From an optimization exercise on the open Yosys and OpenROAD flow, aimed at small area, a short achievable clock period and few clock cycles; shortcuts taken in it are not production practice.
At most, simulation tests tie the RTL to the original design; equivalence was not proved.
Function not checked in runs 1 to 4: the RTL went through the layout flow alone.
Power figures rest on the tool's default switching activity, not on a simulated workload.

$ cat flow/design.v
module hyb_encoder (
    input  wire        clk,
    input  wire        rst,
    input  wire [19:0] cfg_knee0,        
    input  wire [19:0] cfg_knee1,        
    input  wire [19:0] cfg_knee2,        
    input  wire [2:0]  cfg_log2_s,       
    input  wire [25:0] cfg_period_ns,    
    input  wire [4:0]  cfg_width,        
    input  wire        cfg_dither_en,    
    input  wire        cfg_colour_rot,   
    input  wire [1:0]  cfg_fc,           
    input  wire        in_valid,
    output reg         in_ready,
    input  wire [19:0] in_p,
    input  wire [3:0]  in_trim,          
    input  wire [1:0]  in_colour,
    input  wire        in_x0,            
    input  wire        in_y0,            
    output reg         out_valid,
    output reg  [7:0]  out_a,
    output reg  [16:0] out_h,
    output reg  [9:0]  lad_addr,         
    input  wire [19:0] lad_rdata
);
    localparam [2:0] S_IDLE   = 3'd0,    
                     S_SEARCH = 3'd1,    
                     S_DEC    = 3'd2,    
                     S_FETCH  = 3'd3,    
                     S_WAIT   = 3'd4,    
                     S_ZERO   = 3'd5;    
    wire [2:0] k_req = (cfg_log2_s == 3'd7) ? 3'd6 : cfg_log2_s;
    reg  [2:0] k_use;
    integer jx;
    always @(*) begin
        k_use = 3'd0;
        for (jx = 1; jx <= 6; jx = jx + 1)
            if (jx <= k_req && {6'd0, cfg_period_ns} >= (32'd130208 << jx))
                k_use = jx[2:0];
    end
    reg [2:0] k_r;
    reg [4:0] width_r;
    reg [1:0] fc_r;
    reg       rot_r, dith_r;
    always @(posedge clk) begin
        k_r     <= k_use;
        width_r <= (cfg_width > 5'd16) ? 5'd16 : cfg_width;
        fc_r    <= cfg_fc;
        rot_r   <= cfg_colour_rot;
        dith_r  <= cfg_dither_en;
    end
    reg [2:0]  st;
    reg        fetch_r;       
    reg [4:0]  s;             
    reg [19:0] p_r;
    reg [17:0] k_r2;          
    reg [3:0]  trim_r;
    reg [1:0]  col_r;
    reg        x0_r, y0_r;
    reg [7:0]  mp;            
    reg [7:0]  mk;            
    reg [19:0] lpa;           
    reg        lv;
    reg [7:0]  a_r;
    reg        zero_r;
    reg [3:0]  d_r;           
    reg [19:0] kc_raw;
    always @(*) begin
        case (in_colour)
            2'd0:    kc_raw = cfg_knee0;
            2'd1:    kc_raw = cfg_knee1;
            default: kc_raw = cfg_knee2;
        endcase
    end
    wire [17:0] kc_in = (kc_raw < 20'h01000) ? 18'h01000 :
                        (kc_raw > 20'h30000) ? 18'h30000 : kc_raw[17:0];
    wire        bneg0 = trim_r[1];
    wire        bone0 = trim_r[0];
    wire        btwo0 = trim_r[1] & ~trim_r[0];
    wire        bneg1 = trim_r[3] & ~(trim_r[2] & trim_r[1]);
    wire        bone1 = trim_r[2] ^ trim_r[1];
    wire        btwo1 = (trim_r[3] & ~trim_r[2] & ~trim_r[1]) | (~trim_r[3] & trim_r[2] & trim_r[1]);
    wire [19:0] bm0   = ({20{bone0}} & {2'b0, k_r2}) | ({20{btwo0}} & {1'b0, k_r2, 1'b0});
    wire [19:0] bm1   = ({20{bone1}} & {2'b0, k_r2}) | ({20{btwo1}} & {1'b0, k_r2, 1'b0});
    wire [22:0] kx    = {k_r2, 3'b0, bneg0 & bneg1, bneg0 ^ bneg1};
    wire [22:0] ky    = bneg0 ? ~{3'b0, bm0} : {3'b0, bm0};
    wire [22:0] kz    = bneg1 ? ~{1'b0, bm1, 2'b0} : {1'b0, bm1, 2'b0};
    wire [22:0] ks    = kx ^ ky ^ kz;
    wire [22:0] kcy   = {(kx[21:0] & ky[21:0]) | (kx[21:0] & kz[21:0]) | (ky[21:0] & kz[21:0]), 1'b0};
    wire [5:0]  klow  = {1'b0, ks[4:0]} + {1'b0, kcy[4:0]};
    wire [17:0] k_add = k_r2 + lpa[17:0] + {17'd0, lpa[18]};
    reg [1:0] m_dith;
    always @(*) begin
        case ({y0_r, x0_r})
            2'b00:   m_dith = 2'd0;
            2'b01:   m_dith = 2'd2;
            2'b10:   m_dith = 2'd3;
            default: m_dith = 2'd1;
        endcase
    end
    wire [1:0] cr    = rot_r ? col_r : 2'd0;
    wire [1:0] phi   = dith_r ? (m_dith + fc_r + cr) : 2'd0;
    wire [6:0] wphi  = width_r * phi;
    wire [3:0] d_w   = wphi[5:2];                           
    wire [1:0] c_w   = dith_r ? phi : 2'd2;                 
    wire        s_p   = s[0];                     
    wire [4:0]  s_m1  = s - 5'd1;
    wire [2:0]  bidx  = 3'd7 - s_m1[3:1];         
    wire [7:0]  bit_b = 8'd1 << bidx;
    wire [7:0]  mask1 = ((8'd1 << bidx) - 8'd1) >> 1;       
    wire [7:0]  m_cur = s_p ? mp : mk;
    wire [19:0] key   = s_p ? p_r : {2'b0, k_r2};
    wire        lt    = lad_rdata < key;
    wire [7:0]  m_lt  = m_cur | bit_b;
    wire [7:0]  nx0   = m_cur | mask1;
    wire [7:0]  nx1   = m_cur | bit_b | mask1;
    wire [8:0]  f0s   = {1'b0, mk} + {5'd0, d_r};
    wire [8:0]  f1s   = {1'b0, mk | 8'd1} + {5'd0, d_r};
    wire [7:0]  f0    = f0s[8] ? 8'd255 : f0s[7:0];
    wire [7:0]  f1    = f1s[8] ? 8'd255 : f1s[7:0];
    wire        g0    = f0 > mp;                  
    wire        g1    = f1 > mp;
    wire [7:0]  a0    = g0 ? f0 : mp;
    wire [7:0]  a1    = g1 ? f1 : mp;
    wire        fetch0 = g0 || !lv;
    wire        fetch1 = g1 || !lv;
    reg         dv_busy;
    reg         dv_init;
    reg  [4:0]  dv_cnt;
    reg  [19:0] dv_rem;
    reg  [19:0] dv_l;
    reg  [19:0] dv_q;
    reg  [7:0]  dv_a;
    reg  [1:0]  dv_c;
    reg  [1:0]  c_r;
    wire [21:0] sub  = {1'b0, dv_rem, 1'b0} - {2'b0, dv_l};
    wire        qb   = !sub[21];
    wire        last = dv_busy && (dv_cnt == 5'd1);
    wire        dfree = !dv_busy || last;        
    wire        hand    = (st == S_ZERO) || (st == S_DEC && !fetch_r) ||
                          (st == S_FETCH) || (st == S_WAIT);
    wire        handoff = hand && dfree;
    wire        accept  = in_ready && in_valid;
    reg [2:0] st_n;
    always @(*) begin
        st_n = st;
        case (st)
            S_SEARCH: if (s == 5'd16) st_n = S_DEC;
            S_DEC:    st_n = fetch_r ? S_FETCH : (handoff ? S_IDLE : S_WAIT);
            S_FETCH, S_WAIT, S_ZERO: if (handoff) st_n = S_IDLE; else st_n = S_WAIT;
            default: ;
        endcase
        if (accept) st_n = (in_p == 20'd0) ? S_ZERO : S_SEARCH;
    end
    wire fetch_n = (st == S_SEARCH && s == 5'd16) ? (lt ? fetch1 : fetch0) : fetch_r;
    wire busy_n  = handoff || (dv_busy && !last);
    wire cnt1_n  = handoff ? 1'b0 : (dv_cnt == 5'd2);
    wire free_n  = !busy_n || cnt1_n;
    wire [19:0] o_sum = dv_q + {17'd0, c_o, 1'b1};
    reg  [1:0]  c_o;
    reg         last_q;
    always @(posedge clk) begin
        st <= st_n;
        fetch_r <= fetch_n;
        in_ready <= (st_n == S_IDLE) ||
                    (free_n && ((st_n == S_DEC && !fetch_n) || st_n == S_FETCH ||
                                st_n == S_WAIT || st_n == S_ZERO));
        s <= s + 5'd1;
        if (st == S_SEARCH) begin
            if (s == 5'd0) begin
                k_r2     <= ks[22:5];
                lpa      <= {1'b0, klow[5], kcy[22:5]};
                lad_addr <= {col_r, 8'd127};
                c_r      <= c_w;
                d_r      <= d_w;
            end else begin
                if (s == 5'd1)
                    k_r2 <= k_add;
                if (s_p) begin
                    if (lt) mp <= m_lt;
                    else begin
                        lpa <= lad_rdata;
                        lv  <= 1'b1;
                    end
                end else begin
                    if (lt) mk <= m_lt;
                end
                if (s <= 5'd14)
                    lad_addr <= {col_r, lt ? nx1 : nx0};
                if (s == 5'd16) begin
                    a_r      <= lt ? a1 : a0;
                    lad_addr <= {col_r, lt ? a1 : a0};
                end
            end
        end
        if (st == S_FETCH)
            lpa <= lad_rdata;
        if (accept) begin
            s        <= 5'd0;
            p_r      <= in_p;
            zero_r   <= (in_p == 20'd0);
            k_r2     <= kc_in;
            trim_r   <= in_trim;
            col_r    <= in_colour;
            x0_r     <= in_x0;
            y0_r     <= in_y0;
            mp       <= 8'd0;
            mk       <= 8'd0;
            lv       <= 1'b0;
            lad_addr <= {in_colour, 8'd127};
        end
        if (dv_busy)
            dv_q <= {dv_init ? 19'd0 : dv_q[18:0], qb};
        if (handoff) begin
            dv_cnt  <= zero_r ? 5'd2 : (5'd13 + {2'd0, k_r});
            dv_init <= 1'b1;
            dv_rem  <= p_r;
            dv_l    <= zero_r ? 20'hFFFFF : (st == S_FETCH) ? lad_rdata : lpa;
            dv_a    <= zero_r ? 8'd0 : a_r;
            dv_c    <= c_r;
        end else if (dv_busy) begin
            dv_cnt  <= dv_cnt - 5'd1;
            dv_init <= 1'b0;
            dv_rem  <= qb ? sub[19:0] : {dv_rem[18:0], 1'b0};
        end
        dv_busy <= busy_n;
        last_q <= last;
        if (last) begin
            out_a <= dv_a;
            c_o   <= dv_c;
        end
        out_valid <= last_q;
        out_h     <= o_sum[19:3];
        if (rst) begin
            st        <= S_IDLE;
            dv_busy   <= 1'b0;
            last_q    <= 1'b0;
            out_valid <= 1'b0;
            in_ready  <= 1'b0;
        end
    end
endmodule
$ cat flow/run.sh
#!/bin/bash
# synth_recipe.tcl (not shown) runs the flow's synth.tcl, then flattens the netlist and writes it again
# the make line also repeats each setting of config.mk as NAME=value (left out here)
make -C /OpenROAD-flow-scripts/flow DESIGN_CONFIG=/design/flow/config.mk WORK_HOME=/design/flow/orfs CLKGATE_MAP_FILE= SYNTH_SCRIPT=/design/flow/synth_recipe.tcl finish
$ cat flow/constraint.sdc
create_clock -name core_clock -period 10.0 [get_ports {clk}]
set_input_delay 2.0000 -clock core_clock [delete_from_list [all_inputs] [get_ports {clk}]]
set_output_delay 2.0000 -clock core_clock [all_outputs]
set_load 0.01 [all_outputs]
$ cat flow/config.mk
export PLATFORM = sky130hd
export DESIGN_NAME = hyb_encoder
export DESIGN_NICKNAME = hyb_encoder
export VERILOG_FILES = /design/flow/design.v
export SDC_FILE = /design/flow/constraint.sdc
export NUM_CORES = 4
export LEC_CHECK = 0
export CAP_MARGIN = 20
export CORE_MARGIN = 2
export CORE_UTILIZATION = 40
export SETUP_SLACK_MARGIN = 5
export SLEW_MARGIN = 20
==> results of run 1 <==
flip-flops by register name, indices dropped and copies added (netlist names), 8 cells and up:
| signal | flops |
|---|---|
| dv_l | 20 |
| dv_q | 20 |
| dv_rem | 20 |
| lpa | 20 |
| p_r | 20 |
| k_r2 | 18 |
| out_h | 17 |
| lad_addr | 10 |
| a_r | 8 |
| dv_a | 8 |
| mk | 8 |
| mp | 8 |
| out_a | 8 |
how the worst max path moves through the flow:
stage / from / end / slack (ns) / depth (start not counted)
2_1_floorplan: lad_rdata[7] / lpa[0] / 5.13 / 9
3_3_place_gp: in_colour[0] / k_r2[15] / 4.47 / 9
3_5_place_dp: in_colour[0] / k_r2[15] / 4.46 / 9
4_1_cts: in_colour[0] / k_r2[15] / 5.03 / 9
5_1_grt: lad_rdata[7] / mk[6] / 5.12 / 10
6_report: lad_rdata[17] / mp[6] / 5.34 / 10
power groups by stage:
stage	clock network (mW)	registers, mW	logic [mW]
finish	1.04	1.32	1.31
global route	1.11	1.34	1.48
CTS	1.07	1.32	1.31
detailed placement	0	1.34	1.30
global placement	0	1.34	1.28
floorplan	0	1.29	0.942
layout by cell type, fill, tap and decap left out, types with 6 or more instances in the layout:
| cell type | n |
|---|---|
| sky130_fd_sc_hd__a211oi_1 | 9 |
| sky130_fd_sc_hd__a21o_1 | 29 |
| sky130_fd_sc_hd__a21oi_1 | 84 |
| sky130_fd_sc_hd__a22oi_1 | 17 |
| sky130_fd_sc_hd__a31oi_1 | 23 |
| sky130_fd_sc_hd__and2_1 | 12 |
| sky130_fd_sc_hd__and3_1 | 12 |
| sky130_fd_sc_hd__buf_4 | 14 |
| sky130_fd_sc_hd__clkbuf_16 | 28 |
| sky130_fd_sc_hd__clkdlybuf4s50_1 | 177 |
| sky130_fd_sc_hd__dfxtp_1 | 67 |
| sky130_fd_sc_hd__edfxtp_1 | 168 |
| sky130_fd_sc_hd__fa_1 | 24 |
| sky130_fd_sc_hd__ha_1 | 99 |
| sky130_fd_sc_hd__inv_1 | 80 |
| sky130_fd_sc_hd__mux2_1 | 15 |
| sky130_fd_sc_hd__mux2_2 | 22 |
| sky130_fd_sc_hd__mux2i_1 | 56 |
| sky130_fd_sc_hd__nand2_1 | 151 |
| sky130_fd_sc_hd__nand2b_1 | 14 |
| sky130_fd_sc_hd__nand3_1 | 39 |
| sky130_fd_sc_hd__nand3b_1 | 20 |
| sky130_fd_sc_hd__nand4_1 | 13 |
| sky130_fd_sc_hd__nor2_1 | 111 |
| sky130_fd_sc_hd__nor2b_1 | 47 |
| sky130_fd_sc_hd__nor3_1 | 32 |
| sky130_fd_sc_hd__nor4_1 | 7 |
| sky130_fd_sc_hd__o211ai_1 | 6 |
| sky130_fd_sc_hd__o21a_1 | 11 |
| sky130_fd_sc_hd__o21ai_0 | 67 |
| sky130_fd_sc_hd__o21ai_1 | 9 |
| sky130_fd_sc_hd__o22ai_1 | 16 |
| sky130_fd_sc_hd__o31ai_1 | 7 |
| sky130_fd_sc_hd__or2_2 | 10 |
| sky130_fd_sc_hd__or3_1 | 12 |
| sky130_fd_sc_hd__xnor2_1 | 61 |
| sky130_fd_sc_hd__xor2_1 | 25 |
critical path, stage by stage:
cell	delay, ns
sky130_fd_sc_hd__clkdlybuf4s50_1	0.52
sky130_fd_sc_hd__ha_1	0.36
sky130_fd_sc_hd__a21o_1	0.18
sky130_fd_sc_hd__a21o_1	0.17
sky130_fd_sc_hd__a21o_1	0.17
sky130_fd_sc_hd__a311oi_2	0.31
sky130_fd_sc_hd__nand2_2	0.33
sky130_fd_sc_hd__nor3_2	0.75
sky130_fd_sc_hd__a31o_1	0.24
sky130_fd_sc_hd__and2_1	0.11
routing by layer:
layer / track usage / part of all wire / up-vias
met5: 0 / 0 / -
met4: 0.04511 / 0.020 / 0
met3: 0.03492 / 0.062 / 52
met2: 0.3167 / 0.45 / 340
met1: 0.2746 / 0.47 / 5566
li1: - / - / 5867
layout make-up:
class / count / area (um^2) / area share
inverter: 84 / 315.3 / 0.01718
clock inverter: 20 / 226.5 / 0.01234
multi-input combinational: 1142 / 8142 / 0.4437
sequential: 236 / 6407 / 0.3492
tap: 511 / 639.4 / 0.03484
timing repair buffer: 193 / 1894 / 0.1032
clock buffer: 32 / 725.7 / 0.03955
logic make-up after synthesis:
kind of cell / share of synthesized area
simple gates: 0.1590
compound gates: 0.1497
mux: 0.06569
xor+xnor: 0.04987
fa+ha+maj: 0.1138
buf+inv: 0.03777
flops: 0.4241
repair_timing:
action	in CTS	in global routing
resized for setup	0	1
endpoints found under the setup margin	0	14
setup buffers	0	0
stage by stage:
step | util | hold WS [ns] | cells | instance area [um^2]
2_1_floorplan | - | 0.4003 | 1526 | 15100
3_3_place_gp | 0.4653 | 0.4029 | 2166 | 17400
3_5_place_dp | 0.4653 | 0.4045 | 2166 | 17400
4_1_cts | 0.4907 | 0.4187 | 2218 | 18350
5_1_grt | 0.4906 | 0.4287 | 2218 | 18350
6_report | 0.4906 | 0.4185 | 2218 | 18350
==> impl_metrics.json, run 1 <==
{
  "worst-endpoint-required_ns": 10.50,
  "die_area_um2": 39330,
  "cts_made_buffers": 28,
  "yosys_register_bits": 236,
  "synth_seq_area_share": 0.4241,
  "post_drt_wl_per_cell_um": 17.19,
  "detailedPlace.worstSlack_ns": 4.460,
  "internal_power_mw": 2.395,
  "ys_types": 80,
  "vdd_ir_drop_max_uv": 121.0,
  "overall_routing_resource_usage": 0.1964,
  "total_power_mw": 3.679,
  "r2r-start": "d_r[0]",
  "ioPinCount": 186,
  "rr_worst_depth": 15,
  "synthesis.instances": 1526,
  "pwr-share-comb": 0.357,
  "detailedRoute.firstIterationViolations": 925,
  "yosys_warnings": 1,
  "reg2reg_slack_ns": 5.74,
  "ant_nets": 0,
  "hold_depth": 0,
  "worst_tran_pin_value_ns": 1.032,
  "number_of_antenna_violations_at_the_first_check_in_global_routing": 0,
  "synthTopCellsByCount": "168 x sky130_fd_sc_hd__edfxtp_1, 151 x sky130_fd_sc_hd__nand2_1, 112 x sky130_fd_sc_hd__nor2_1",
  "synth_edf_count": 168,
  "clock_tree.root_cell": "sky130_fd_sc_hd__clkbuf_16",
  "cp_data_arrival_time_ns": 5.15,
  "gr-total-overflow": 0,
  "num_rows": 71,
  "die_x_um": 198.3,
  "syn_area_per_cell_um2": 9.898,
  "average_vias_per_placed_instance": 5.331,
  "most_repeated_cell_in_the_gate_level_netlist_after_synthesis": "sky130_fd_sc_hd__edfxtp_1",
  "timing.max_cap.violations": 0,
  "global_route_wire_length_before_repair_um": 61600,
  "reg2reg_to": "lad_addr[7]",
  "fillCellCount": 3520,
  "post-synth-top-area-fraction": 0.3340,
  "power.clock.fraction": 0.284,
  "share_of_cells_above_drive_strength_1": 0.06503,
  "nNetsFinal": 1957,
  "critical_path.max_fanout": 19,
  "grt_max_degree": 50,
  "max-clock-path-buffers": 3,
  "hold_viol_final": 0,
  "grt_pass1_vias": 11689,
  "ys.flop_type": "sky130_fd_sc_hd__edfxtp_1",
  "timing.slew.headroom": 0.3122,
  "ctsHoldBuffers": 0,
  "fin_ws_ns": 5.344,
  "coreArea_um2": 37400,
  "synth-async-reset-ratio": 0,
  "timing_worst_setup_path_type": "input pin to register",
  "clkLatencyLatePin_ns": 0.56,
  "min_delay_worst_endpoint": "out_a[7]",
  "routed_wl_um": 38120,
  "setup_repair_after_global_routing_missed_its_margin": "no",
  "swShare": 0.3491,
  "setup_crit_start_kind": "input pin",
  "final_critical_path_required_period_ns": 4.656,
  "share_of_the_clock_period_used_by_the_worst_path": 0.4656,
  "maxClockFrequency_ghz": 0.2148,
  "start_util": 0.4039,
  "drc": 0,
  "holdCritStartpoint": "dv_a[7]",
  "seq_power_share": 0.359,
  "num_vias": 11825,
  "buffer_ports.inserted": 179,
  "areaGrowthSynthToFinish_pct": 21.49,
  "worst_clock_skew_ns": 0.01708,
  "number_of_iterations_in_the_first_detailed_routing_pass": 7,
  "tritoncts": "yes",
  "die_height_um": 198.3,
  "outcome": "no timing/DRC/antenna violations",
  "post_synth_instance_area_um2": 15100,
  "synth_area_leaders": "sky130_fd_sc_hd__edfxtp_1 33%, sky130_fd_sc_hd__dfxtp_1 9.0%, sky130_fd_sc_hd__ha_1 8.2%",
  "yosysTopAreaCell": "sky130_fd_sc_hd__edfxtp_1",
  "slew_violations": 0,
  "finalSetupViolCount": 0,
  "finalWeightedCongestion": 0.8895,
  "p_sw_mw": 1.284,
  "power_per_cell_area_nw_per_um2": 200.5,
  "worst_hold_path_type": "register to register",
  "clk_transition_reported_paths_ns": 0.06,
  "htree_num_levels": 1,
  "cts.sinks": 236,
  "worst_setup_path_end_kind": "register",
  "post-dp-hpwl_um": 29180,
  "fin_setup_tns_ns": 0,
  "synthesis.nets": 1798,
  "leakagePower_nw": 7.237,
  "num_antenna_cells": 0
}
==> inputs of run 2 (changes only) <==
==> flow/flow/run.sh (new file) <==
#!/bin/bash
set -euo pipefail
export SETUP_SLACK_MARGIN=6.5
bash standard.sh > flow_make.log 2>&1
==> flow/standard.sh (new file) <==
#!/bin/bash
# synth_recipe.tcl (not shown) runs the flow's synth.tcl, then flattens the netlist and writes it again
# the make line also repeats each setting of config.mk as NAME=value (left out here)
make -C /OpenROAD-flow-scripts/flow DESIGN_CONFIG=/design/flow/config.mk WORK_HOME=/design/flow/orfs CLKGATE_MAP_FILE= SYNTH_SCRIPT=/design/flow/synth_recipe.tcl "${@:-finish}"
--- a/flow/config.mk
+++ b/flow/config.mk
@@ -8,5 +8,4 @@
 export CAP_MARGIN = 20
 export CORE_MARGIN = 2
 export CORE_UTILIZATION = 40
-export SETUP_SLACK_MARGIN = 5
 export SLEW_MARGIN = 20
removed: flow/run.sh
==> impl_metrics.json, run 2 <==
{
  "outcome": "no timing/DRC/antenna violations",
  "final_cell_area_um2": 20340,
  "number_of_iterations_in_the_first_detailed_routing_pass": 6,
  "average_vias_per_placed_instance": 5.368,
  "start_util": 0.4039,
  "setup_crit_start_kind": "input pin",
  "grt_pass1_vias": 12003,
  "vdd_ir_drop_max_uv": 133.9,
  "number_of_antenna_violations_at_the_first_check_in_global_routing": 0,
  "post-synth-top-area-fraction": 0.3340,
  "coreArea_um2": 37400,
  "synthesis.instances": 1526,
  "routed_wl_um": 41070,
  "worst_hold_path_type": "register to register",
  "min_delay_worst_endpoint": "out_a[1]",
  "hold_depth": 0,
  "die_area_um2": 39330,
  "overall_routing_resource_usage": 0.2076,
  "synth_area_leaders": "sky130_fd_sc_hd__edfxtp_1 33%, sky130_fd_sc_hd__dfxtp_1 9.0%, sky130_fd_sc_hd__ha_1 8.2%",
  "setup_repair_after_global_routing_missed_its_margin": "yes",
  "nNetsFinal": 2070,
  "max-clock-path-buffers": 3,
  "worst-endpoint-required_ns": 10.45,
  "htree_num_levels": 1,
  "finalWeightedCongestion": 0.8673,
  "fin_setup_tns_ns": 0,
  "layout_commonest_cell": "sky130_fd_sc_hd__edfxtp_1",
  "reg2reg_to": "in_ready",
  "most_repeated_cell_in_the_gate_level_netlist_after_synthesis": "sky130_fd_sc_hd__edfxtp_1",
  "num_vias": 12513,
  "cts.sinks": 236,
  "yosys_warnings": 1,
  "finalSetupViolCount": 0,
  "r2r-start": "d_r[0]",
  "power_per_cell_area_nw_per_um2": 198.3,
  "layout_common_cells": "168 x sky130_fd_sc_hd__edfxtp_1, 147 x sky130_fd_sc_hd__nand2_1, 111 x sky130_fd_sc_hd__clkdlybuf4s50_1",
  "post_synth_instance_area_um2": 15100,
  "leakagePower_nw": 8.140,
  "clkLatencyLatePin_ns": 0.57,
  "clk_transition_reported_paths_ns": 0.06,
  "ant_nets": 0,
  "drc": 0,
  "reg2reg_slack_ns": 6.38,
  "areaGrowthSynthToFinish_pct": 34.69,
  "die_height_um": 198.3,
  "final_critical_path_required_period_ns": 3.806,
  "yosysTopAreaCell": "sky130_fd_sc_hd__edfxtp_1",
  "timing_worst_setup_path_type": "input pin to register",
  "gr-total-overflow": 0,
  "worst_setup_path_end_kind": "register",
  "ctsHoldBuffers": 0,
  "worst_clock_skew_ns": 0.01801,
  "maxClockFrequency_ghz": 0.2627,
  "synth_seq_area_share": 0.4241,
  "holdCritStartpoint": "dv_a[1]",
  "timing.max_cap.violations": 0,
  "num_rows": 71,
  "detailedRoute.firstIterationViolations": 1089,
  "share_of_cells_above_drive_strength_1": 0.2022,
  "rr_worst_depth": 19,
  "share_of_the_clock_period_used_by_the_worst_path": 0.3806,
  "synthesis.nets": 1798,
  "timing.slew.headroom": 0.3216,
  "hold_viol_final": 0,
  "num_antenna_cells": 0,
  "placement.cell_area_um2": 17560,
  "synth_edf_count": 168,
  "slew_violations": 0,
  "clock_tree.root_cell": "sky130_fd_sc_hd__clkbuf_16",
  "post_drt_wl_per_cell_um": 17.62,
  "cts_made_buffers": 28,
  "tritoncts": "yes",
  "synthTopCellsByCount": "168 x sky130_fd_sc_hd__edfxtp_1, 151 x sky130_fd_sc_hd__nand2_1, 112 x sky130_fd_sc_hd__nor2_1",
  "worst_tran_pin_value_ns": 1.018,
  "buffer_ports.inserted": 179,
  "ioPinCount": 186,
  "critical_path.max_fanout": 4,
  "global_route_wire_length_before_repair_um": 64400,
  "grt_max_degree": 52,
  "ys.flop_type": "sky130_fd_sc_hd__edfxtp_1",
  "synth-async-reset-ratio": 0,
  "post-dp-hpwl_um": 29310,
  "ys_types": 80,
  "die_x_um": 198.3,
  "syn_area_per_cell_um2": 9.898,
  "yosys_register_bits": 236,
  "cp_data_arrival_time_ns": 4.25
}
==> run 2: critical path, stage by stage <==
cell                       delay (ns)
sky130_fd_sc_hd__buf_2           0.13
sky130_fd_sc_hd__ha_1            0.30
sky130_fd_sc_hd__inv_2           0.06
sky130_fd_sc_hd__a211oi_2        0.04
sky130_fd_sc_hd__a211o_1         0.34
sky130_fd_sc_hd__a311oi_4        0.35
sky130_fd_sc_hd__buf_4           0.17
sky130_fd_sc_hd__buf_6           0.08
sky130_fd_sc_hd__and2_4          0.19
sky130_fd_sc_hd__o21ai_2         0.12
sky130_fd_sc_hd__o221a_4         0.25
sky130_fd_sc_hd__o221a_1         0.21
==> run 2: cells by family (layout without fill, tap and decap cells) <==
kind of cell,after synthesis,in the layout,share of synthesized area
flip-flops,236,236,0.4241
multiplexers,94,94,0.06569
adder cells (fa/ha/maj),123,123,0.1138
XOR/XNOR,86,86,0.04987
AND/OR/NAND/NOR,495,496,0.1590
AO/OA/AOI/OAI,344,345,0.1497
buffers and inverters,148,440,0.03777
==> run 2: what timing repair did <==
action / 4_1_cts / 5_1_grt
setup buffers: 84 / 21
pin swaps: 47 / 64
cloned: 8 / 0
endpoints found under the setup margin: 116 / 102
resized for setup: 231 / 117
==> run 2: metrics by stage <==
step | hold slack (ns) | power (mW) | setup WS, ns | utilization | instances
after global routing | 0.4256 | 4.276 | 6.120 | 0.5440 | 2331
after global placement | 0.4040 | 2.645 | 4.503 | 0.4696 | 2166
after floorplan | 0.4003 | 2.251 | 5.943 | - | 1526
final | 0.4185 | 4.035 | 6.194 | 0.5440 | 2331
after CTS | 0.4202 | 3.853 | 6.178 | 0.5276 | 2310
after detailed placement | 0.4056 | 2.669 | 4.497 | 0.4696 | 2166
==> run 2: worst max-delay path by stage <==
stage	from	end	slack [ns]	depth (start not counted)
2_1_floorplan	lad_rdata[7]	lpa[0]	5.94	9
3_3_place_gp	in_colour[0]	k_r2[15]	4.50	9
3_5_place_dp	in_colour[0]	k_r2[15]	4.50	9
4_1_cts	lad_rdata[1]	lad_addr[0]	6.18	11
5_1_grt	lad_rdata[7]	mp[1]	6.12	14
6_report	lad_rdata[3]	lad_addr[0]	6.19	12
==> run 2: report_power, final <==
| part | switching [mW] | leakage, nW | total, mW | internal, mW |
|---|---|---|---|---|
| logic | 0.904 | 5.59 | 1.70 | 0.793 |
| registers | 0.131 | 2.10 | 1.33 | 1.19 |
| clock network | 0.405 | 0.448 | 1.01 | 0.607 |
| total | 1.44 | 8.14 | 4.03 | 2.59 |
==> run 2: cell type report <==
| cell class | instances | area (um^2) |
|---|---|---|
| Inverter | 84 | 319.1 |
| Multi-Input combinational cell | 1144 | 9128 |
| Sequential cell | 236 | 6410 |
| Clock buffer | 41 | 800.8 |
| Tap cell | 511 | 639.4 |
| Clock inverter | 11 | 123.9 |
| Fill cell | 3311 | 17060 |
| Timing Repair Buffer | 304 | 2924 |
==> run 2: routing by layer <==
metal | wire length (um) | GRT usage | share of wire
met2 | 19440 | 0.3453 | 0.47
met3 | 2357 | 0.03236 | 0.057
met1 | 18160 | 0.2832 | 0.44
met4 | 1116 | 0.05013 | 0.027
met5 | 0 | 0 | 0
==> inputs of run 3 (changes only) <==
--- a/flow/design.v
+++ b/flow/design.v
@@ -51,6 +51,7 @@
     end
     reg [2:0]  st;
     reg        fetch_r;       
+    reg        fast_r;        
     reg [4:0]  s;             
     reg [19:0] p_r;
     reg [17:0] k_r2;          
@@ -124,6 +125,10 @@
     wire [7:0]  a1    = g1 ? f1 : mp;
     wire        fetch0 = g0 || !lv;
     wire        fetch1 = g1 || !lv;
+    wire        h10   = (f0 > (mp | 8'd1)) || !lv;
+    wire        h11   = (f1 > (mp | 8'd1)) || !lv;
+    wire        fast0 = !(f0 > mp) && !(f1 > mp);    
+    wire        fast1 = !h10 && !h11;
     reg         dv_busy;
     reg         dv_init;
     reg  [4:0]  dv_cnt;
@@ -137,15 +142,16 @@
     wire        qb   = !sub[21];
     wire        last = dv_busy && (dv_cnt == 5'd1);
     wire        dfree = !dv_busy || last;        
+    wire        hand_f  = (st == S_SEARCH) && (s == 5'd16) && fast_r;
     wire        hand    = (st == S_ZERO) || (st == S_DEC && !fetch_r) ||
-                          (st == S_FETCH) || (st == S_WAIT);
+                          (st == S_FETCH) || (st == S_WAIT) || hand_f;
     wire        handoff = hand && dfree;
     wire        accept  = in_ready && in_valid;
     reg [2:0] st_n;
     always @(*) begin
         st_n = st;
         case (st)
-            S_SEARCH: if (s == 5'd16) st_n = S_DEC;
+            S_SEARCH: if (s == 5'd16) st_n = fast_r ? (handoff ? S_IDLE : S_WAIT) : S_DEC;
             S_DEC:    st_n = fetch_r ? S_FETCH : (handoff ? S_IDLE : S_WAIT);
             S_FETCH, S_WAIT, S_ZERO: if (handoff) st_n = S_IDLE; else st_n = S_WAIT;
             default: ;
@@ -153,18 +159,24 @@
         if (accept) st_n = (in_p == 20'd0) ? S_ZERO : S_SEARCH;
     end
     wire fetch_n = (st == S_SEARCH && s == 5'd16) ? (lt ? fetch1 : fetch0) : fetch_r;
+    wire fast_n  = (st == S_SEARCH && s == 5'd15) ? (lt ? fast1 : fast0) : fast_r;
     wire busy_n  = handoff || (dv_busy && !last);
     wire cnt1_n  = handoff ? 1'b0 : (dv_cnt == 5'd2);
     wire free_n  = !busy_n || cnt1_n;
+    wire        h_eq  = (st != S_FETCH) && (p_r == lpa);
+    reg         dv_eq, eq_o;
+    wire [16:0] h_pow = 17'd1024 << k_r;
     wire [19:0] o_sum = dv_q + {17'd0, c_o, 1'b1};
     reg  [1:0]  c_o;
     reg         last_q;
     always @(posedge clk) begin
         st <= st_n;
         fetch_r <= fetch_n;
+        fast_r  <= fast_n;
         in_ready <= (st_n == S_IDLE) ||
                     (free_n && ((st_n == S_DEC && !fetch_n) || st_n == S_FETCH ||
-                                st_n == S_WAIT || st_n == S_ZERO));
+                                st_n == S_WAIT || st_n == S_ZERO ||
+                                (st_n == S_SEARCH && s == 5'd15 && fast_n)));
         s <= s + 5'd1;
         if (st == S_SEARCH) begin
             if (s == 5'd0) begin
@@ -212,11 +224,12 @@
         if (dv_busy)
             dv_q <= {dv_init ? 19'd0 : dv_q[18:0], qb};
         if (handoff) begin
-            dv_cnt  <= zero_r ? 5'd2 : (5'd13 + {2'd0, k_r});
+            dv_cnt  <= (zero_r || h_eq) ? 5'd2 : (5'd13 + {2'd0, k_r});
+            dv_eq   <= h_eq && !zero_r;
             dv_init <= 1'b1;
             dv_rem  <= p_r;
             dv_l    <= zero_r ? 20'hFFFFF : (st == S_FETCH) ? lad_rdata : lpa;
-            dv_a    <= zero_r ? 8'd0 : a_r;
+            dv_a    <= zero_r ? 8'd0 : hand_f ? (lt ? a1 : a0) : a_r;
             dv_c    <= c_r;
         end else if (dv_busy) begin
             dv_cnt  <= dv_cnt - 5'd1;
@@ -228,9 +241,10 @@
         if (last) begin
             out_a <= dv_a;
             c_o   <= dv_c;
+            eq_o  <= dv_eq;
         end
         out_valid <= last_q;
-        out_h     <= o_sum[19:3];
+        out_h     <= eq_o ? h_pow : o_sum[19:3];
         if (rst) begin
             st        <= S_IDLE;
             dv_busy   <= 1'b0;
==> flow/flow/run.sh (replaced) <==
#!/bin/bash
set -euo pipefail
export SETUP_SLACK_MARGIN=7
bash standard.sh > flow_make.log 2>&1
==> impl_metrics.json, run 3 <==
{
  "outcome": "no timing/DRC/antenna violations",
  "ant_nets": 0,
  "setup_repair_after_global_routing_missed_its_margin": "yes",
  "num_rows": 72,
  "share_of_the_clock_period_used_by_the_worst_path": 0.4030,
  "hold_viol_final": 0,
  "cts_made_buffers": 26,
  "max-clock-path-buffers": 3,
  "global_route_wire_length_before_repair_um": 70820,
  "drc": 0,
  "ioPinCount": 186,
  "synthesis.nets": 1905,
  "synthesis.instances": 1628,
  "yosys_warnings": 1,
  "leakagePower_nw": 8.370,
  "worst_tran_pin_value_ns": 0.9614,
  "ctsHoldBuffers": 0,
  "grt_pass1_vias": 13100,
  "final_util": 0.5473,
  "yosysTopAreaCell": "sky130_fd_sc_hd__edfxtp_1",
  "layout_commonest_cell": "sky130_fd_sc_hd__nand2_1",
  "clkLatencyLatePin_ns": 0.55,
  "fin_cells": 2439,
  "critical_path.max_fanout": 6,
  "areaGrowthSynthToFinish_pct": 35.12,
  "r2r-start": "d_r[0]",
  "vdd_ir_drop_max_uv": 112.3,
  "post-dp-hpwl_um": 31870,
  "die_x_um": 201.6,
  "share_of_cells_above_drive_strength_1": 0.2401,
  "nNetsFinal": 2177,
  "timing.max_cap.violations": 0,
  "finalSetupViolCount": 0,
  "layout_common_cells": "175 x sky130_fd_sc_hd__nand2_1, 170 x sky130_fd_sc_hd__edfxtp_1, 155 x sky130_fd_sc_hd__nor2_1",
  "synth_area_leaders": "sky130_fd_sc_hd__edfxtp_1 33%, sky130_fd_sc_hd__dfxtp_1 8.8%, sky130_fd_sc_hd__ha_1 8.3%",
  "dp_cells": 2268,
  "worst_hold_path_type": "register to register",
  "num_vias": 13336,
  "fin_setup_tns_ns": 0,
  "maxClockFrequency_ghz": 0.2481,
  "clk_transition_reported_paths_ns": 0.06,
  "post_drt_wl_per_cell_um": 18.78,
  "timing_worst_setup_path_type": "register to register",
  "cp_data_arrival_time_ns": 4.51,
  "routed_wl_um": 45810,
  "worst_setup_path_endpoint": "lad_addr[6]",
  "reg2reg_to": "lad_addr[6]",
  "grt_max_degree": 41,
  "final_critical_path_required_period_ns": 4.030,
  "yosys_register_bits": 239,
  "holdCritStartpoint": "dv_a[4]",
  "syn_area_per_cell_um2": 9.593,
  "post-synth-top-area-fraction": 0.3269,
  "setup_crit_start_kind": "register",
  "synth_edf_count": 170,
  "clock_tree.root_cell": "sky130_fd_sc_hd__clkbuf_16",
  "coreArea_um2": 38560,
  "timing.slew.headroom": 0.3545,
  "power_per_cell_area_nw_per_um2": 193.2,
  "number_of_iterations_in_the_first_detailed_routing_pass": 5,
  "worst_setup_path_end_kind": "register",
  "rr_worst_depth": 16,
  "finalWeightedCongestion": 0.9001,
  "detailedRoute.firstIterationViolations": 1009,
  "tritoncts": "yes",
  "post_synth_instance_area_um2": 15620,
  "htree_num_levels": 1,
  "worst-endpoint-required_ns": 10.48,
  "cts.sinks": 239,
  "slew_violations": 0,
  "average_vias_per_placed_instance": 5.468,
  "synthTopCellsByCount": "181 x sky130_fd_sc_hd__nand2_1, 170 x sky130_fd_sc_hd__edfxtp_1, 167 x sky130_fd_sc_hd__nor2_1",
  "die_height_um": 201.6,
  "total_power_mw": 4.078,
  "gr-total-overflow": 0,
  "ys_types": 77,
  "synth_seq_area_share": 0.4153,
  "ys.flop_type": "sky130_fd_sc_hd__edfxtp_1",
  "crit_path_start": "d_r[0]",
  "most_repeated_cell_in_the_gate_level_netlist_after_synthesis": "sky130_fd_sc_hd__nand2_1",
  "number_of_antenna_violations_at_the_first_check_in_global_routing": 1,
  "synth-async-reset-ratio": 0,
  "die_area_um2": 40640,
  "worst_clock_skew_ns": 0.02327,
  "overall_routing_resource_usage": 0.2182,
  "buffer_ports.inserted": 179,
  "start_util": 0.4050,
  "reg2reg_slack_ns": 5.97
}
-- run 3: worst max-delay path: stages (launching register included) --
cell and delay [ns]:
sky130_fd_sc_hd__edfxtp_1 0.48, sky130_fd_sc_hd__ha_2 0.23, sky130_fd_sc_hd__fa_2 0.35, sky130_fd_sc_hd__a21o_1 0.21, sky130_fd_sc_hd__a21oi_4 0.23, sky130_fd_sc_hd__nand2_1 0.09
sky130_fd_sc_hd__mux2_4 0.31, sky130_fd_sc_hd__ha_4 0.28, sky130_fd_sc_hd__nand4_1 0.17, sky130_fd_sc_hd__or2_4 0.30, sky130_fd_sc_hd__nor2_4 0.08, sky130_fd_sc_hd__a2bb2oi_2 0.19
sky130_fd_sc_hd__a21bo_4 0.30, sky130_fd_sc_hd__and2_4 0.19, sky130_fd_sc_hd__a21oi_4 0.22, sky130_fd_sc_hd__o22ai_2 0.12, sky130_fd_sc_hd__o211ai_1 0.19
-- run 3: final cells by class --
cell class | instances | area [um^2]
fillers | 3422 | 17450
multi-input cells | 1253 | 9819
flip-flops and latches | 239 | 6511
repair buffers | 305 | 2983
clock buffers | 39 | 719.4
well taps | 518 | 648.1
inverters | 74 | 310.3
clock inverters | 9 | 102.6
repair inverters | 1 | 6.256
diodes | 1 | 2.502
-- run 3: cells by family after synthesis --
| logic type | Yosys count | share of synthesized area |
|---|---|---|
| adders and majority gates | 128 | 0.1141 |
| DFF | 239 | 0.4153 |
| AOI/OAI and AO/OA | 363 | 0.1490 |
| and+or+nand+nor | 573 | 0.1735 |
| xor gates and xnor gates | 105 | 0.05888 |
| muxes | 79 | 0.05248 |
| buffers and inverters | 141 | 0.03669 |
-- run 3: power by group --
group          internal, mW  switching (mW)
Sequential             1.20           0.135
Clock                 0.547           0.383
Combinational         0.836           0.980
-- run 3: metrics by stage --
stage / worst slack [ns] / hold slack (ns) / instance area [um^2]
6_report: 5.970 / 0.4181 / 21100
3_3_place_gp: 4.586 / 0.4023 / 18000
3_5_place_dp: 4.512 / 0.4054 / 18000
2_1_floorplan: 6.074 / 0.4003 / 15840
4_1_cts: 6.145 / 0.4192 / 20450
5_1_grt: 5.817 / 0.4242 / 21100
-- run 3: worst min path at each step --
stage	to	slack (ns)	depth (start not counted)
after CTS	out_a[1]	0.42	0
after global placement	out_a[6]	0.40	0
after global routing	out_a[4]	0.42	0
after floorplan	c_o[0]	0.40	0
final	out_a[4]	0.42	0
after detailed placement	out_a[1]	0.41	0
-- run 3: repair_timing --
action	CTS	global route
buffers inserted	79	29
cloned	12	2
setup endpoints to repair	285	188
resized for setup	503	102
pin swaps	96	56
-- run 3: routing by layer --
metal | global-route usage | vias up | wire (um)
met5 | 0 | - | 0
met4 | 0.08062 | 0 | 1515
met3 | 0.03223 | 91 | 2625
met2 | 0.3581 | 422 | 21430
met1 | 0.2924 | 6381 | 20240
li1 | - | 6442 | -
==> inputs of run 4 (changes only) <==
==> flow/flow/run.sh (replaced) <==
#!/bin/bash
set -euo pipefail
export SETUP_SLACK_MARGIN=6.5
export BUFFER_PORTS_ARGS="-buffer_cell sky130_fd_sc_hd__buf_4"
bash standard.sh > flow_make.log 2>&1
==> impl_metrics.json, run 4 <==
{
  "post-synth-top-area-fraction": 0.3269,
  "ant_nets": 0,
  "post_synth_instance_area_um2": 15620,
  "outcome": "no timing/DRC/antenna violations",
  "die_x_um": 201.6,
  "buffer_ports.inserted": 179,
  "timing_worst_setup_path_type": "register to register",
  "drc": 0,
  "synthesis.nets": 1905,
  "yosys.area_share.adder": 0.1141,
  "reg2reg_to": "lad_addr[6]",
  "fin_worst_hold_slack_ns": 0.4174,
  "die_area_um2": 40640,
  "synth_edf_count": 170,
  "setup_repair_after_global_routing_missed_its_margin": "yes",
  "num_vias": 12788,
  "coreArea_um2": 38560,
  "detailedPlace.worstSlack_ns": 5.132,
  "num_rows": 72,
  "cp_data_arrival_time_ns": 4.46,
  "syn_area_per_cell_um2": 9.593,
  "ys_types": 77,
  "yosys_warnings": 1,
  "layout_commonest_cell": "sky130_fd_sc_hd__buf_4",
  "worst_hold_path_type": "register to register",
  "worst_tran_pin_value_ns": 1.089,
  "critical_path.max_fanout": 6,
  "slew_violations": 0,
  "share_of_cells_above_drive_strength_1": 0.2380,
  "layout_common_cells": "213 x sky130_fd_sc_hd__buf_4, 179 x sky130_fd_sc_hd__nand2_1, 170 x sky130_fd_sc_hd__edfxtp_1",
  "worst_clock_skew_ns": 0.01599,
  "post_drt_wl_per_cell_um": 17.83,
  "synthMuxAreaShare": 0.05248,
  "areaGrowthSynthToFinish_pct": 26.15,
  "max-clock-path-buffers": 3,
  "htree_num_levels": 1,
  "leakagePower_nw": 7.888,
  "synth_compound_area_frac": 0.1490,
  "timing.max_cap.violations": 0,
  "rr_worst_depth": 16,
  "num_antenna_cells": 0,
  "cts.sinks": 239,
  "overall_routing_resource_usage": 0.2037,
  "synth_seq_area_share": 0.4153,
  "power_per_cell_area_nw_per_um2": 205.9,
  "worst_setup_path_end_kind": "register",
  "ys.flop_type": "sky130_fd_sc_hd__edfxtp_1",
  "synth_top_family_by_area": "simple AND/OR/NAND/NOR gates",
  "clock_tree.root_cell": "sky130_fd_sc_hd__clkbuf_16",
  "maxClockFrequency_ghz": 0.2514,
  "fin_ws_ns": 6.022,
  "start_util": 0.4050,
  "grt_pass1_vias": 12244,
  "hold_depth": 0,
  "min_delay_worst_endpoint": "c_o[0]",
  "gr-total-overflow": 0,
  "vdd_ir_drop_max_uv": 114.0,
  "cts_made_buffers": 29,
  "synth_xor_area_frac": 0.05888,
  "hold_viol_final": 0,
  "most_repeated_cell_in_the_gate_level_netlist_after_synthesis": "sky130_fd_sc_hd__nand2_1",
  "synthesis.instances": 1628,
  "average_vias_per_placed_instance": 5.394,
  "timing.slew.headroom": 0.2714,
  "clk_transition_reported_paths_ns": 0.06,
  "reg2reg_slack_ns": 6.02,
  "grt_max_degree": 54,
  "yosys_register_bits": 239,
  "synthSimpleGateAreaFrac": 0.1735,
  "nNetsFinal": 2107,
  "worst-endpoint-required_ns": 10.48,
  "synthTopCellsByCount": "181 x sky130_fd_sc_hd__nand2_1, 170 x sky130_fd_sc_hd__edfxtp_1, 167 x sky130_fd_sc_hd__nor2_1",
  "number_of_iterations_in_the_first_detailed_routing_pass": 6,
  "die_height_um": 201.6,
  "finalWeightedCongestion": 0.8711,
  "r2r-start": "d_r[0]",
  "clkLatencyLatePin_ns": 0.57,
  "setup_crit_start_kind": "register",
  "tritoncts": "yes",
  "routed_wl_um": 42280,
  "holdCritStartpoint": "dv_c[0]",
  "post-dp-hpwl_um": 30870,
  "yosysTopAreaCell": "sky130_fd_sc_hd__edfxtp_1",
  "ctsHoldBuffers": 0,
  "global_route_wire_length_before_repair_um": 66810,
  "finalSetupViolCount": 0,
  "detailedRoute.firstIterationViolations": 1048,
  "fin_setup_tns_ns": 0,
  "share_of_the_clock_period_used_by_the_worst_path": 0.3978,
  "synth_area_leaders": "sky130_fd_sc_hd__edfxtp_1 33%, sky130_fd_sc_hd__dfxtp_1 8.8%, sky130_fd_sc_hd__ha_1 8.3%",
  "final_util": 0.5110,
  "ioPinCount": 186,
  "number_of_antenna_violations_at_the_first_check_in_global_routing": 0,
  "final_critical_path_required_period_ns": 3.978,
  "synth-async-reset-ratio": 0
}
[run 4: cell counts after synthesis]
No cell type changed its count.
[run 4: kinds of logic after synthesis]
group / count (synthesis)
AND/OR/NAND/NOR: 573
AO/OA/AOI/OAI: 363
flip-flops: 239
buffers and inverters: 141
adder cells (fa/ha/maj): 128
XOR/XNOR: 105
multiplexers: 79
[run 4: layout make-up]
type	instances	area (um^2)
clock buffers	37	765.7
clock inverters	17	201.4
fillers	3570	18860
inverters	74	284.0
multi-input cells	1253	9430
flip-flops and latches	239	6489
well taps	518	648.1
repair buffers	233	1883
[run 4: power by group]
group          leakage (nW)  internal (mW)  switching (mW)
logic                  5.31          0.763           0.895
registers              2.12           1.19           0.148
clock network         0.463          0.645           0.413
total                  7.89           2.60            1.46
[run 4: worst max-delay path: stages (launching register included)]
cell and delay (ns):
sky130_fd_sc_hd__edfxtp_1 0.45, sky130_fd_sc_hd__ha_4 0.20, sky130_fd_sc_hd__fa_2 0.34, sky130_fd_sc_hd__a21o_1 0.19, sky130_fd_sc_hd__a21oi_4 0.23, sky130_fd_sc_hd__nand2_1 0.08
sky130_fd_sc_hd__mux2_4 0.31, sky130_fd_sc_hd__ha_4 0.28, sky130_fd_sc_hd__nand4_1 0.11, sky130_fd_sc_hd__buf_4 0.16, sky130_fd_sc_hd__o211ai_1 0.25, sky130_fd_sc_hd__a2bb2oi_2 0.27
sky130_fd_sc_hd__a21bo_4 0.31, sky130_fd_sc_hd__and2_4 0.21, sky130_fd_sc_hd__a21oi_4 0.18, sky130_fd_sc_hd__o22ai_1 0.11, sky130_fd_sc_hd__o211ai_1 0.19
[run 4: worst max-delay path by stage]
stage,from,end,cells past startpoint
after floorplan,lad_rdata[2],dv_a[0],11
after global routing,d_r[0],dv_a[1],16
after CTS,d_r[0],dv_a[1],16
final,d_r[0],lad_addr[6],16
after global placement,lad_rdata[2],dv_a[7],11
after detailed placement,lad_rdata[2],dv_a[4],11
[run 4: metrics by stage]
step / cell area (um^2) / total power [mW] / cells
floorplan: 15790 / 2.259 / 1628
global placement: 17530 / 2.623 / 2268
detailed placement: 17530 / 2.635 / 2268
CTS: 19140 / 3.959 / 2348
global route: 19700 / 4.304 / 2371
finish: 19700 / 4.057 / 2371
[run 4: repair_timing]
action / CTS / global route
endpoints found under the setup margin: 98 / 112
resized for setup: 84 / 75
buffers inserted: 22 / 21
pin swaps: 28 / 44
gates cloned: 4 / 2
[run 4: metal layers]
layer | vias up | part of all wire | global-route usage
met4 | 0 | 0.024 | 0.04884
li1 | 6302 | - | -
met2 | 423 | 0.46 | 0.3307
met5 | - | 0 | 0
met3 | 60 | 0.059 | 0.02948
met1 | 6003 | 0.46 | 0.2870
==> inputs of run 5 (changes only) <==
--- a/flow/design.v
+++ b/flow/design.v
@@ -119,10 +119,11 @@
     wire [8:0]  f1s   = {1'b0, mk | 8'd1} + {5'd0, d_r};
     wire [7:0]  f0    = f0s[8] ? 8'd255 : f0s[7:0];
     wire [7:0]  f1    = f1s[8] ? 8'd255 : f1s[7:0];
-    wire        g0    = f0 > mp;                  
-    wire        g1    = f1 > mp;
-    wire [7:0]  a0    = g0 ? f0 : mp;
-    wire [7:0]  a1    = g1 ? f1 : mp;
+    reg  [7:0]  f0_r, f1_r;
+    wire        g0    = f0_r > mp;                
+    wire        g1    = f1_r > mp;
+    wire [7:0]  a0    = g0 ? f0_r : mp;
+    wire [7:0]  a1    = g1 ? f1_r : mp;
     wire        fetch0 = g0 || !lv;
     wire        fetch1 = g1 || !lv;
     wire        h10   = (f0 > (mp | 8'd1)) || !lv;
@@ -173,6 +174,8 @@
         st <= st_n;
         fetch_r <= fetch_n;
         fast_r  <= fast_n;
+        f0_r    <= f0;
+        f1_r    <= f1;
         in_ready <= (st_n == S_IDLE) ||
                     (free_n && ((st_n == S_DEC && !fetch_n) || st_n == S_FETCH ||
                                 st_n == S_WAIT || st_n == S_ZERO ||
--- a/flow/config.mk
+++ b/flow/config.mk
@@ -7,5 +7,5 @@
 export LEC_CHECK = 0
 export CAP_MARGIN = 20
 export CORE_MARGIN = 2
-export CORE_UTILIZATION = 40
+export CORE_UTILIZATION = 60
 export SLEW_MARGIN = 20
==> impl_metrics.json, run 5 <==
{
  "setup_crit_start_kind": "input pin",
  "fillCellCount": 1965,
  "yosysTopAreaCell": "sky130_fd_sc_hd__edfxtp_1",
  "ys.flop_type": "sky130_fd_sc_hd__edfxtp_1",
  "num_rows": 60,
  "register_area_um2": 6809,
  "synthesis.instances": 1637,
  "leakagePower_nw": 8.158,
  "cts_made_buffers": 28,
  "die_height_um": 169.1,
  "yosys_register_bits": 255,
  "multiInputGateArea_um2": 9550,
  "yosys_warnings": 1,
  "critical_path.max_fanout": 8,
  "synth-async-reset-ratio": 0,
  "final_critical_path_required_period_ns": 4.008,
  "synthesis.nets": 1930,
  "synth_seq_area_share": 0.4162,
  "finalSetupViolCount": 0,
  "total_power_mw": 4.199,
  "gr-usage-met2": 0.4562,
  "globalRouteMet3Util": 0.03601,
  "global_route_wire_length_before_repair_um": 65470,
  "post_synth_instance_area_um2": 16350,
  "worst_hold_path_type": "register to register",
  "hold_viol_final": 0,
  "cp_data_arrival_time_ns": 4.32,
  "worst_clock_skew_ns": 0.01441,
  "timing_worst_setup_path_type": "input pin to register",
  "htree_num_levels": 1,
  "timing.slew.headroom": 0.4050,
  "clock_tree.root_cell": "sky130_fd_sc_hd__clkbuf_16",
  "power_per_cell_area_nw_per_um2": 211.0,
  "slew_violations": 0,
  "fin_ws_ns": 5.992,
  "maxClockFrequency_ghz": 0.2495,
  "detailedRoute.firstIterationViolations": 1209,
  "syn_area_per_cell_um2": 9.990,
  "outcome": "no timing/DRC/antenna violations",
  "finalWeightedCongestion": 0.9210,
  "timing.max_cap.violations": 0,
  "buffer_ports.inserted": 179,
  "overall_routing_resource_usage": 0.2864,
  "setup_repair_after_global_routing_missed_its_margin": "yes",
  "clkLatencyLatePin_ns": 0.56,
  "tritoncts": "yes",
  "layout_commonest_cell": "sky130_fd_sc_hd__buf_4",
  "post-synth-top-area-fraction": 0.3122,
  "synth_edf_count": 170,
  "num_vias": 13311,
  "most_repeated_cell_in_the_gate_level_netlist_after_synthesis": "sky130_fd_sc_hd__edfxtp_1",
  "areaGrowthSynthToFinish_pct": 21.68,
  "post-dp-hpwl_um": 30350,
  "grt_max_degree": 53,
  "ant_nets": 0,
  "final_util": 0.7404,
  "post_drt_wl_per_cell_um": 19.13,
  "die_area_um2": 28590,
  "ioPinCount": 186,
  "detailedPlace.worstSlack_ns": 5.056,
  "number_of_iterations_in_the_first_detailed_routing_pass": 5,
  "worst_tran_pin_value_ns": 0.8900,
  "number_of_antenna_violations_at_the_first_check_in_global_routing": 1,
  "share_of_cells_above_drive_strength_1": 0.2131,
  "synth_area_leaders": "sky130_fd_sc_hd__edfxtp_1 31%, sky130_fd_sc_hd__dfxtp_1 10%, sky130_fd_sc_hd__ha_1 9.2%",
  "nNetsFinal": 2115,
  "max-clock-path-buffers": 3,
  "average_vias_per_placed_instance": 6.089,
  "die_x_um": 169.1,
  "vdd_ir_drop_max_uv": 139.9,
  "clk_transition_reported_paths_ns": 0.06,
  "start_util": 0.6085,
  "globalRoute.busiestLayer": "met2",
  "cts.sinks": 255,
  "grt_pass1_vias": 12469,
  "ys_types": 80,
  "worst-endpoint-required_ns": 10.31,
  "use_met1": 0.4163,
  "layout_common_cells": "201 x sky130_fd_sc_hd__buf_4, 170 x sky130_fd_sc_hd__edfxtp_1, 145 x sky130_fd_sc_hd__nand2_1",
  "gr-total-overflow": 0,
  "fin_setup_tns_ns": 0,
  "share_of_the_clock_period_used_by_the_worst_path": 0.4008,
  "worst_setup_path_end_kind": "register",
  "synthTopCellsByCount": "170 x sky130_fd_sc_hd__edfxtp_1, 146 x sky130_fd_sc_hd__nand2_1, 120 x sky130_fd_sc_hd__ha_1",
  "drc": 0,
  "coreArea_um2": 26880,
  "routed_wl_um": 41820
}
[run 5: where the power goes]
group / switching (mW) / internal [mW]
Combinational: 0.890 / 0.739
Sequential: 0.148 / 1.27
Clock: 0.436 / 0.712
[run 5: layout make-up]
class / instances / share of cell area
Timing Repair Buffer: 219 / 0.08923
Tap cell: 341 / 0.02144
Multi-Input combinational cell: 1244 / 0.4800
Clock buffer: 36 / 0.03930
Antenna cell: 1 / 0.0001258
Clock inverter: 16 / 0.01339
Inverter: 74 / 0.01434
Sequential cell: 255 / 0.3422
[run 5: worst max-delay path, cell delays in order]
cell and delay (ns):
sky130_fd_sc_hd__buf_8 0.10, sky130_fd_sc_hd__ha_4 0.23, sky130_fd_sc_hd__a31o_4 0.22, sky130_fd_sc_hd__a221o_1 0.33, sky130_fd_sc_hd__a211oi_4 0.33, sky130_fd_sc_hd__o211ai_4 0.16
sky130_fd_sc_hd__buf_6 0.15, sky130_fd_sc_hd__or2_4 0.31, sky130_fd_sc_hd__o22ai_2 0.18, sky130_fd_sc_hd__a21oi_2 0.08, sky130_fd_sc_hd__a22o_1 0.23
[run 5: cells by family (layout without fill, tap and decap cells)]
kind of cell    count (synthesis)  after routing  synth area share
fa+ha+maj                     144            144            0.1212
buf+inv                       141            345           0.03382
flops                         255            255            0.4162
mux                           103            103           0.06611
simple gates                  526            526            0.1604
compound gates                366            369            0.1476
xor+xnor                      102            102           0.05463
other cells                     0              1                 0
[run 5: path summary, 6_finish.rpt]
kind | startpoint | endpoint | slack [ns] | cells after the start
setup / recovery | lad_rdata[11] | dv_a[4] | 5.99 | 11
hold / removal | dv_eq | eq_o | 0.42 | 0
setup reg to reg | d_r[0] | in_ready | 6.32 | 16
hold reg to reg | dv_eq | eq_o | 0.42 | 0
[run 5: timing repair]
item / CTS / global route
cloned: 3 / 1
hold buffers: 0 / 0
hold endpoints to repair: 0 / 0
resized for setup: 47 / 53
endpoints found under the setup margin: 82 / 119
pin swaps: 22 / 17
setup buffers: 19 / 6
[run 5: stage by stage]
stage,std cells,hold WS (ns),instance area [um^2]
finish,2186,0.4178,19900
global route,2186,0.4320,19900
CTS,2178,0.4192,19590
detailed placement,2104,0.4045,18130
global placement,2104,0.4002,18130
floorplan,1637,0.4003,16600
[run 5: metal layers]
metal / vias to the layer above / wire length, um
met5: - / 0
met3: 65 / 2863
met4: 0 / 1147
met1: 6327 / 18780
li1: 6396 / -
met2: 523 / 19030
Testbench counts of run 5, summed over its fixed seeds: cycles 73,378.
==> inputs of run 6 (changes only) <==
--- a/flow/config.mk
+++ b/flow/config.mk
@@ -7,5 +7,5 @@
 export LEC_CHECK = 0
 export CAP_MARGIN = 20
 export CORE_MARGIN = 2
-export CORE_UTILIZATION = 60
+export CORE_UTILIZATION = 40
 export SLEW_MARGIN = 20
==> impl_metrics.json, run 6 <==
{
  "synthesis.nets": 1930,
  "fin_setup_tns_ns": 0,
  "layout_commonest_cell": "sky130_fd_sc_hd__buf_4",
  "holdCritStartpoint": "dv_a[1]",
  "detailedRoute.firstIterationViolations": 960,
  "top_signal_layer_used": "met4",
  "routed_wl_um": 43490,
  "layout_common_cells": "198 x sky130_fd_sc_hd__buf_4, 170 x sky130_fd_sc_hd__edfxtp_1, 145 x sky130_fd_sc_hd__nand2_1",
  "internal_power_mw": 2.624,
  "detailedPlace.worstSlack_ns": 5.029,
  "yosys_warnings": 1,
  "synth_seq_area_share": 0.4162,
  "worst_tran_pin_value_ns": 0.8901,
  "worst_setup_path_end_kind": "register",
  "ys_types": 80,
  "reg2reg_slack_ns": 6.27,
  "hold_viol_final": 0,
  "drc": 0,
  "leakagePower_nw": 8.146,
  "nNetsFinal": 2120,
  "most_repeated_cell_in_the_gate_level_netlist_after_synthesis": "sky130_fd_sc_hd__edfxtp_1",
  "final_critical_path_required_period_ns": 3.991,
  "gr-total-overflow": 0,
  "worst-endpoint-required_ns": 10.33,
  "share_of_cells_above_drive_strength_1": 0.2190,
  "clk_transition_reported_paths_ns": 0.06,
  "timing.slew.headroom": 0.4051,
  "number_of_iterations_in_the_first_detailed_routing_pass": 5,
  "swShare": 0.3623,
  "timing.max_cap.violations": 0,
  "htree_num_levels": 1,
  "tritoncts": "yes",
  "seq_power_share": 0.345,
  "yosysTopAreaCell": "sky130_fd_sc_hd__edfxtp_1",
  "maxClockFrequency_ghz": 0.2505,
  "hold_depth": 0,
  "num_vias": 12924,
  "r2r-start": "d_r[0]",
  "wl_met1_um": 20500,
  "cts.sinks": 255,
  "routed-wl-met3_um": 2312,
  "num_rows": 74,
  "post_drt_wl_per_cell_um": 18.26,
  "number_of_antenna_violations_at_the_first_check_in_global_routing": 1,
  "fin_ws_ns": 6.009,
  "cpPeakStageDelay_ns": 0.32,
  "outcome": "no timing/DRC/antenna violations",
  "worst_hold_path_type": "register to register",
  "power_per_cell_area_nw_per_um2": 204.7,
  "buffer_ports.inserted": 179,
  "share_of_the_clock_period_used_by_the_worst_path": 0.3991,
  "cts_made_buffers": 28,
  "fillCellCount": 3749,
  "setup_repair_after_global_routing_missed_its_margin": "yes",
  "areaGrowthSynthToFinish_pct": 22.93,
  "die_height_um": 206.2,
  "start_util": 0.4032,
  "finalSetupViolCount": 0,
  "fin_worst_hold_slack_ns": 0.4166,
  "reg2reg_to": "in_ready",
  "ys.flop_type": "sky130_fd_sc_hd__edfxtp_1",
  "synthTopCellsByCount": "170 x sky130_fd_sc_hd__edfxtp_1, 146 x sky130_fd_sc_hd__nand2_1, 120 x sky130_fd_sc_hd__ha_1",
  "grt_pass1_vias": 12222,
  "finalWeightedCongestion": 0.8767,
  "critical_path.max_fanout": 8,
  "synthesis.instances": 1637,
  "post_synth_instance_area_um2": 16350,
  "yosys_register_bits": 255,
  "die_area_um2": 42520,
  "ant_nets": 0,
  "post-dp-hpwl_um": 32770,
  "timing_worst_setup_path_type": "input pin to register",
  "average_vias_per_placed_instance": 5.426,
  "worst_path_max_delay_cell": "sky130_fd_sc_hd__a221o_1",
  "synth_edf_count": 170,
  "syn_area_per_cell_um2": 9.990,
  "coreArea_um2": 40550,
  "power.clock.fraction": 0.257,
  "met2RoutedLength_um": 19570,
  "die_x_um": 206.2,
  "max-clock-path-buffers": 3,
  "global_route_wire_length_before_repair_um": 67490,
  "ctsHoldBuffers": 0,
  "synth-async-reset-ratio": 0,
  "setup_crit_start_kind": "input pin",
  "clock_tree.root_cell": "sky130_fd_sc_hd__clkbuf_16",
  "p_sw_mw": 1.491,
  "post-synth-top-area-fraction": 0.3122,
  "vdd_ir_drop_max_uv": 141.2,
  "min_delay_worst_endpoint": "out_a[1]",
  "overall_routing_resource_usage": 0.2013,
  "slew_violations": 0,
  "clkLatencyLatePin_ns": 0.58,
  "pwr-share-comb": 0.398,
  "grt_max_degree": 49,
  "synth_area_leaders": "sky130_fd_sc_hd__edfxtp_1 31%, sky130_fd_sc_hd__dfxtp_1 10%, sky130_fd_sc_hd__ha_1 9.2%",
  "worst_clock_skew_ns": 0.02551,
  "ioPinCount": 186,
  "cp_data_arrival_time_ns": 4.33,
  "rr_worst_depth": 16,
  "path_cells": "buf_8 -> ha_4 -> a31o_4 -> a221o_1 -> a211oi_4 -> o211ai_4 -> buf_6 -> or2_4 -> o22ai_4 -> a21oi_4 -> a22o_1"
}
[run 6: critical path: cells and delay by family]
| kind | cells | cell delay [ns] |
|---|---|---|
| compound gates | 7 | 1.50 |
| fa+ha+maj | 1 | 0.23 |
| buf+inv | 2 | 0.26 |
| simple gates | 1 | 0.32 |
[run 6: kinds of logic after synthesis]
kind of cell / Yosys count / synth area share
AOI/OAI and AO/OA: 366 / 0.1476
xor gates and xnor gates: 102 / 0.05463
adders and majority gates: 144 / 0.1212
buffers and inverters: 141 / 0.03382
DFF: 255 / 0.4162
muxes: 103 / 0.06611
and+or+nand+nor: 526 / 0.1604
[run 6: area by class of cell]
cell class                 count  area (um^2)  area share
clock inverter                13        116.4    0.005788
inverter                      74        284.0     0.01413
clock buffer                  39        842.1     0.04189
tap                          532        665.6     0.03311
sequential                   255         6809      0.3387
antenna                        1        2.502   0.0001245
multi-input combinational   1245         9598      0.4774
timing repair buffer         223         1785     0.08882
[run 6: worst max-delay path by stage]
| stage | start | endpoint | slack, ns | cells past startpoint |
|---|---|---|---|---|
| 3_3_place_gp | lad_rdata[18] | dv_a[1] | 5.06 | 10 |
| 5_1_grt | lad_rdata[12] | dv_a[3] | 5.98 | 11 |
| 2_1_floorplan | lad_rdata[12] | dv_a[1] | 5.81 | 10 |
| 4_1_cts | lad_rdata[12] | dv_a[7] | 6.05 | 11 |
| 3_5_place_dp | lad_rdata[18] | dv_a[1] | 5.03 | 10 |
| 6_report | lad_rdata[12] | dv_a[7] | 6.01 | 11 |
[run 6: metal layers]
| layer | up-vias | track usage |
|---|---|---|
| li1 | 6393 | - |
| met3 | 58 | 0.03075 |
| met2 | 337 | 0.3152 |
| met4 | 0 | 0.05128 |
| met5 | - | 0 |
| met1 | 6136 | 0.2905 |
[run 6: stage by stage]
step / cells / cell area [um^2] / utilization / total power, mW
finish: 2382 / 20100 / 0.4957 / 4.115
global route: 2381 / 20100 / 0.4957 / 4.360
CTS: 2376 / 19920 / 0.4912 / 4.065
detailed placement: 2295 / 18370 / 0.4529 / 2.784
global placement: 2295 / 18370 / 0.4529 / 2.755
floorplan: 1637 / 16600 / - / 2.368
[run 6: what timing repair did]
action,4_1_cts,5_1_grt
pin swaps,24,11
setup buffers,24,5
endpoints found under the setup margin,107,93
cloned,5,0
resized for setup,73,31
[run 6: power groups by stage]
stage                     clock [mW]  sequential (mW)  combinational, mW
after floorplan                    0             1.37              0.998
after global placement             0             1.43               1.32
after detailed placement           0             1.43               1.35
after CTS                       1.08             1.42               1.57
after global routing            1.12             1.43               1.80
final                           1.06             1.42               1.64

[afterwards: timing with drivers on the ports]
In the flow no input, the clock included, has a driving cell. The finished layouts below were timed again as built, in two steps. Step 1 assumes that a clkbuf_16 drives the clock port and a buf_2 every other input. Step 2, shift: input delay + t, output delay - t, t = (earliest + latest rising clock arrival at the registers) / 2. This alone moves slack from input paths to output paths. Slacks: ideal / step 1 / step 2; pairs: ideal / step 1.
run	shift t [ns]	setup slack, ns	worst setup path after step 2
run 1	0.599	5.344 / 5.360 / 4.760	input to register
run 2	0.606	6.194 / 6.206 / 5.600	input to register
run 3	0.597	5.970 / 5.970 / 5.691	input to register
run 4	0.613	6.022 / 6.022 / 5.615	input to register
run 5	0.607	5.992 / 6.005 / 5.398	input to register
run 6	0.621	6.009 / 6.021 / 5.399	input to register
After both steps every run listed still meets setup and hold. For run 6, which loses most, drivers alone change the setup slack by +0.012 ns; drivers and shift together by -0.610 ns.
